Source: an optimization exercise on an open RTL-to-GDS flow (aim: small area, a short achievable clock period and few clock cycles per item). Production flows keep margins and buffers that such runs may drop.
The RTL was checked by simulation tests, not by an equivalence proof against the original design.
Power is estimated from default activity; no workload was simulated.

`flow/design.v`:
```
module cws_bitenc (
    input  wire        clk,
    input  wire        rst,
    input  wire        cmd_valid,
    output wire        cmd_ready,
    input  wire [1:0]  cmd_hdr,
    input  wire [1:0]  cmd_crc,
    input  wire        cmd_fec,
    input  wire [12:0] cmd_len,
    input  wire [15:0] cmd_bseq,
    input  wire [31:0] cmd_user,
    input  wire        in_valid,
    output wire        in_ready,
    input  wire [7:0]  in_data,
    output wire        out_valid,
    input  wire        out_ready,
    output wire [15:0] out_data,
    output wire [4:0]  out_nbits,
    output wire        out_last
);
    localparam [2:0] S_IDLE  = 3'd0,
                     S_HDR   = 3'd1,
                     S_PAY   = 3'd2,
                     S_CRCLD = 3'd3,
                     S_CRC   = 3'd4,
                     S_TAIL  = 3'd5,
                     S_FLUSH = 3'd6;
    localparam [1:0] CRC_NONE = 2'd0,
                     CRC_16   = 2'd1,
                     CRC_32   = 2'd2;
    reg  [2:0]  state;
    reg  [1:0]  crc_mode;
    reg         fec;
    reg  [12:0] len;           
    reg  [12:0] bytes_left;    
    reg  [3:0]  hdr_left;      
    reg  [63:0] sr;            
    reg  [5:0]  sr_left;       
    reg  [7:0]  cur;           
    reg         cur_valid;
    reg  [2:0]  bit_idx;       
    reg  [2:0]  tail_left;
    reg  [31:0] crc;
    reg  [5:0]  enc;           
    reg  [15:0] pack;
    reg  [4:0]  pack_cnt;
    reg         out_valid_r;
    reg  [15:0] out_data_r;
    reg  [4:0]  out_nbits_r;
    reg         out_last_r;
    function [2:0] after_crc(input f);
        after_crc = f ? S_TAIL : S_FLUSH;
    endfunction
    function [2:0] after_pay(input [1:0] cm, input f);
        after_pay = (cm != CRC_NONE) ? S_CRCLD : after_crc(f);
    endfunction
    function [2:0] after_hdr(input [12:0] l, input [1:0] cm, input f);
        after_hdr = (l != 13'd0) ? S_PAY : after_pay(cm, f);
    endfunction
    wire out_free  = !out_valid_r || out_ready;
    wire pack_full = (pack_cnt == 5'd16);
    reg have_bit;
    always @* begin
        case (state)
            S_HDR, S_PAY:   have_bit = cur_valid;
            S_CRC, S_TAIL:  have_bit = 1'b1;
            default:        have_bit = 1'b0;
        endcase
    end
    wire bit_go = have_bit && !pack_full;
    wire air_bit = (state == S_CRC)  ? sr[63] :
                   (state == S_TAIL) ? 1'b0   : cur[3'd7 - bit_idx];
    wire lsb_bit = cur[bit_idx];
    wire crc_en  = bit_go && (state == S_HDR || state == S_PAY);
    reg [31:0] crc_next;
    always @* begin
        crc_next = crc;
        if (crc_mode == CRC_16) begin
            crc_next[15:0] = {crc[14:0], 1'b0} ^ ((crc[15] ^ air_bit) ? 16'h1021 : 16'h0000);
        end else if (crc_mode == CRC_32) begin
            crc_next = {1'b0, crc[31:1]} ^ ((crc[0] ^ lsb_bit) ? 32'hEDB8_8320 : 32'h0000_0000);
        end
    end
    wire [6:0] win = {air_bit, enc};
    wire       g1  = ^(win & 7'o171);
    wire       g2  = ^(win & 7'o133);
    wire [15:0] new_bits = fec ? {14'd0, g2, g1} : {15'd0, air_bit};
    wire [4:0]  new_cnt  = fec ? 5'd2 : 5'd1;
    assign cmd_ready = (state == S_IDLE);
    assign in_ready  = (state == S_PAY) && !cur_valid && (bytes_left != 13'd0);
    wire cmd_fire = cmd_valid && cmd_ready;
    wire in_fire  = in_valid && in_ready;
    assign out_valid = out_valid_r;
    assign out_data  = out_data_r;
    assign out_nbits = out_nbits_r;
    assign out_last  = out_last_r;
    always @(posedge clk) begin
        if (rst) begin
            state       <= S_IDLE;
            crc_mode    <= CRC_NONE;
            fec         <= 1'b0;
            len         <= 13'd0;
            bytes_left  <= 13'd0;
            hdr_left    <= 4'd0;
            sr          <= 64'd0;
            sr_left     <= 6'd0;
            cur         <= 8'd0;
            cur_valid   <= 1'b0;
            bit_idx     <= 3'd0;
            tail_left   <= 3'd0;
            crc         <= 32'd0;
            enc         <= 6'd0;
            pack        <= 16'd0;
            pack_cnt    <= 5'd0;
            out_valid_r <= 1'b0;
            out_data_r  <= 16'd0;
            out_nbits_r <= 5'd0;
            out_last_r  <= 1'b0;
        end else begin
            if (out_valid_r && out_ready)
                out_valid_r <= 1'b0;
            if (out_free && ((pack_full && state != S_FLUSH) || state == S_FLUSH)) begin
                out_valid_r <= 1'b1;
                out_data_r  <= pack;
                out_nbits_r <= pack_cnt;
                out_last_r  <= (state == S_FLUSH);
                pack        <= 16'd0;
                pack_cnt    <= 5'd0;
                if (state == S_FLUSH)
                    state <= S_IDLE;
            end
            if (cmd_fire) begin
                crc_mode   <= cmd_crc;
                fec        <= cmd_fec;
                len        <= cmd_len;
                bytes_left <= cmd_len;
                cur_valid  <= 1'b0;
                bit_idx    <= 3'd0;
                tail_left  <= 3'd6;
                enc        <= 6'd0;
                crc        <= (cmd_crc == CRC_16) ? 32'h0000_FFFF : 32'hFFFF_FFFF;
                sr         <= {3'b000, cmd_len, cmd_bseq,
                               (cmd_hdr == 2'd2) ? cmd_user : 32'd0};
                hdr_left   <= (cmd_hdr == 2'd2) ? 4'd8 : 4'd4;
                if (cmd_hdr == 2'd1 || cmd_hdr == 2'd2)
                    state <= S_HDR;
                else
                    state <= after_hdr(cmd_len, cmd_crc, cmd_fec);
            end
            if (state == S_HDR && !cur_valid) begin
                cur       <= sr[63:56];
                sr        <= {sr[55:0], 8'd0};
                hdr_left  <= hdr_left - 4'd1;
                cur_valid <= 1'b1;
                bit_idx   <= 3'd0;
            end
            if (in_fire) begin
                cur        <= in_data;
                bytes_left <= bytes_left - 13'd1;
                cur_valid  <= 1'b1;
                bit_idx    <= 3'd0;
            end
            if (state == S_CRCLD) begin
                if (crc_mode == CRC_16) begin
                    sr      <= {crc[15:0], 48'd0};
                    sr_left <= 6'd16;
                end else begin
                    sr      <= {~crc, 32'd0};
                    sr_left <= 6'd32;
                end
                state <= S_CRC;
            end
            if (bit_go) begin
                if (fec)
                    enc <= win[6:1];
                pack     <= pack | (new_bits << pack_cnt);
                pack_cnt <= pack_cnt + new_cnt;
                if (crc_en)
                    crc <= crc_next;
                case (state)
                    S_HDR: begin
                        bit_idx <= bit_idx + 3'd1;
                        if (bit_idx == 3'd7) begin
                            cur_valid <= 1'b0;
                            if (hdr_left == 4'd0)
                                state <= after_hdr(len, crc_mode, fec);
                        end
                    end
                    S_PAY: begin
                        bit_idx <= bit_idx + 3'd1;
                        if (bit_idx == 3'd7) begin
                            cur_valid <= 1'b0;
                            if (bytes_left == 13'd0)
                                state <= after_pay(crc_mode, fec);
                        end
                    end
                    S_CRC: begin
                        sr      <= {sr[62:0], 1'b0};
                        sr_left <= sr_left - 6'd1;
                        if (sr_left == 6'd1)
                            state <= after_crc(fec);
                    end
                    S_TAIL: begin
                        tail_left <= tail_left - 3'd1;
                        if (tail_left == 3'd1)
                            state <= S_FLUSH;
                    end
                    default: ;
                endcase
            end
        end
    end
endmodule
```
`flow/run.sh`:
```
#!/bin/bash
# synth_recipe.tcl (not shown) runs the flow's synth.tcl, then flattens the netlist and writes it again
# the make line also repeats each setting of config.mk as NAME=value (left out here)
make -C /OpenROAD-flow-scripts/flow DESIGN_CONFIG=/design/flow/config.mk WORK_HOME=/design/flow/orfs CLKGATE_MAP_FILE= SYNTH_SCRIPT=/design/flow/synth_recipe.tcl finish
```
`flow/config.mk`:
```
export PLATFORM = sky130hd
export DESIGN_NAME = cws_bitenc
export DESIGN_NICKNAME = cws_bitenc
export VERILOG_FILES = /design/flow/design.v
export SDC_FILE = /design/flow/constraint.sdc
export NUM_CORES = 4
export LEC_CHECK = 0
export CAP_MARGIN = 20
export CORE_MARGIN = 2
export CORE_UTILIZATION = 40
export PLACE_DENSITY = 0.6
export SLEW_MARGIN = 20
```
`flow/constraint.sdc`:
```
create_clock -name core_clock -period 5.0 [get_ports {clk}]
set_input_delay 1.0000 -clock core_clock [delete_from_list [all_inputs] [get_ports {clk}]]
set_output_delay 1.0000 -clock core_clock [all_outputs]
set_load 0.01 [all_outputs]
```
==> run summary <==
[where the power goes]
group | internal [W] | switching [W]
Combinational | 0.000823 | 0.00133
Sequential | 0.00195 | 0.000404
Clock | 0.00105 | 0.000697
[registers in the layout (all words and copies together) (netlist names), 2 cells and up]
register and flops:
cur 8, sr_left 6, hdr_left 4, out_data_r 16, len 13, bytes_left 13
enc 6, pack 16, bit_idx 3, crc_mode 2, state 3, sr 64
tail_left 3, crc 32, pack_cnt 5, out_nbits_r 5
[cells by family (layout without fill, tap and decap cells)]
kind of cell,after synthesis,in the layout,synth area share
adders and majority gates,17,17,0.02093
buffers and inverters,150,200,0.06053
xor gates and xnor gates,20,20,0.01867
AOI/OAI and AO/OA,379,379,0.2280
DFF,203,203,0.3863
muxes,18,18,0.01962
and+or+nand+nor,621,621,0.2660
[critical path, stage by stage (launching register included)]
cell	delay, ns
dfxtp_1	0.82
or4b_4	0.56
a31oi_1	0.20
clkdlybuf4s50_1	0.57
[worst min path at each step]
stage	end	cells past startpoint	slack, ns
global route	tail_left[2]	1	0.46
floorplan	tail_left[2]	1	0.42
CTS	enc[1]	2	0.45
detailed placement	tail_left[2]	1	0.44
finish	out_nbits_r[4]	2	0.45
global placement	tail_left[2]	1	0.44
[synthesized netlist by cell type (11+ instances only)]
cell type and count:
mux2i_1 15, nor2_1 111, a21oi_1 144, clkbuf_1 73
nor4_1 14, nand2_1 285, nor3_1 50, nand2b_1 13
buf_2 28, dfxtp_1 203, xnor2_1 13, a2111oi_0 16
ha_1 16, o21ai_0 59, o211ai_1 20, a211oi_1 23
inv_1 33, and3_1 11, a311oi_1 26, a31oi_1 38
nand3_1 80
[routing by layer]
metal	GRT usage	up-vias	part of all wire	wire [um]
li1	-	5070	-	-
met1	0.3312	4895	0.47	15210
met2	0.3518	340	0.44	14130
met3	0.02502	61	0.059	1899
met4	0.06465	0	0.027	866
met5	0	-	0	0
[metrics by stage]
step	hold slack, ns	setup slack (ns)	cells	cell area, sq um
5_1_grt	0.4585	1.262	1793	12460
2_1_floorplan	0.4215	2.717	1408	10520
6_report	0.4518	1.337	1793	12460
3_5_place_dp	0.4396	1.603	1748	11640
3_3_place_gp	0.4358	1.596	1748	11640
4_1_cts	0.4540	1.337	1791	12430
[cell type report]
class | count | share of cell area
multi-input cells | 1055 | 0.4703
inverters | 33 | 0.009943
repair buffers | 124 | 0.09651
clock inverters | 5 | 0.004419
flip-flops and latches | 203 | 0.3262
clock buffers | 38 | 0.05895
well taps | 335 | 0.03364
==> flow_summary.ini <==
[clock_network]
numCtsBuffers = 24
clk_latency_ns = 0.52
cts_root_buf = clkbuf_16
max-clock-path-buffers = 3
cts.repair.resized = 0
cts-htree-levels = 1
cts_setup_buffers = 0
clk_pin_slew_ns = 0.06
cts_sinks = 203
postCtsHoldBufs = 0
tritoncts = built

[worst_setup_path]
cp-end-kind = output port
worst-path-max-fanout = 20
critical_path.startpoint_type = flop
crit_required_ns = 4.00
arrival_ns = 2.66
ff2ff_path_depth = 8
endpoint = in_ready
critPathKind = flop to output port
timing.rr.start = bit_idx[0]
r2r_slack_ns = 1.79
r2r-end = state[1]
crit_path_start = state[1]

[global_route]
grt-ovfl-total = 0
grt_usage = 0.2262
grt_start_max_net_pins = 89
antenna_found_initial = 0
grt_pass1_vias = 9577
grt_pass1_wl_um = 52170

[pwr]
power_density_mw_per_mm2 = 502.2
total_power_w = 0.006257
irDropWorstVdd_v = 0.0003005
p_leak_nw = 4.307

[drt]
drc = 0
via_count = 10370
firstDrtPassIters = 5
wl_per_cell_um = 17.90
antenna_left = 0
drt-total-wl_um = 32100
vias_per_cell = 5.781
drt_iter0_drc = 968

[min_path]
hp-start = out_nbits_r[4]
worstHoldPathType = flop to flop

[yosys]
yosys-top-cells-area = dfxtp_1 39%, nand2_1 10%, a21oi_1 6.8%
syn_nets = 1504
syn_inst = 1408
synth_seq_cells = 203
yosysTopAreaCell = dfxtp_1
yosysWarnings = 1
synth.avg_cell_area_sq_um = 7.473
synthFlopType = dfxtp_1
synthDominantCellAreaShare = 0.3863
synthArstFlopShare = 0
synthesis.area_sq_mm = 0.01052
synth-edff-count = 0
ys_seq_area_frac = 0.3863
synth_cell_types = 75

[placement]
port_buffers = 103
dp_hpwl_um = 21720
globalplace.congestion = 0.8583

[timing]
worstMarginPinSlew_ns = 1.112
slew-limit-headroom = 0.2550
fin_crit_ns = 3.663
finalSetupViolCount = 0
tns_ns = 0
finClkSkew_ns = 0.008066
drv_slew = 0
rsz0062_at_grt = no
max_clock_freq_mhz = 273.0
final-hold-violation-count = 0
post-route-period-util = 0.7326

[floorplanning]
fp.dieH_um = 166.2
io_pins = 104
floorplan.initialDensity = 0.4061
die_area_sq_mm = 0.02762
die-width_um = 166.2
core_area_sq_mm = 0.02591
fp-row-count = 59

[final_layout]
area_growth_pct = 18.41
final_common_cell = nand2_1
utilization = 0.4808
final_nets = 1537
layout_common_cells = 283 x nand2_1, 203 x dfxtp_1, 144 x a21oi_1
antenna_cells = 0
seq_area_sq_mm = 0.004064
nFillCells = 2564
layout-drive-gt1-share = 0.05898
multi_input_area_sq_mm = 0.005859

[run_status]
outcome = finished clean

[run]
drv_cap = 0
Testbench counts, summed over its fixed seeds: cycles 808,457, items 1,077,244.

## separate check: timing with driven ports
Ports are ideal in the flow. The routed layout listed here was re-timed in OpenROAD. Step 1 (the two cells are an assumption about what drives the block):
set clk [get_ports {clk}]
set_driving_cell -lib_cell sky130_fd_sc_hd__clkbuf_16 $clk
set_driving_cell -lib_cell sky130_fd_sc_hd__buf_2 [delete_from_list [all_inputs] $clk]
Step 2 times the ports against the registers' clock, not the clock port: input delays grow and output delays shrink by t, the midpoint of the rising clock arrivals with the driver on. Slacks: ideal / step 1 / step 2; pairs: ideal / step 1.
t (ns): 0.562
slack for setup (ns): 1.337 / 1.289 / 1.530
worst setup path at the end: input to register
slew at the worst register clock pin (ns): 0.06 / 0.06
pins driven straight from the clock port: 1
After both steps setup and hold are still met in this run. The setup slack of this run moves by -0.048 ns with the drivers and by +0.193 ns with both steps.
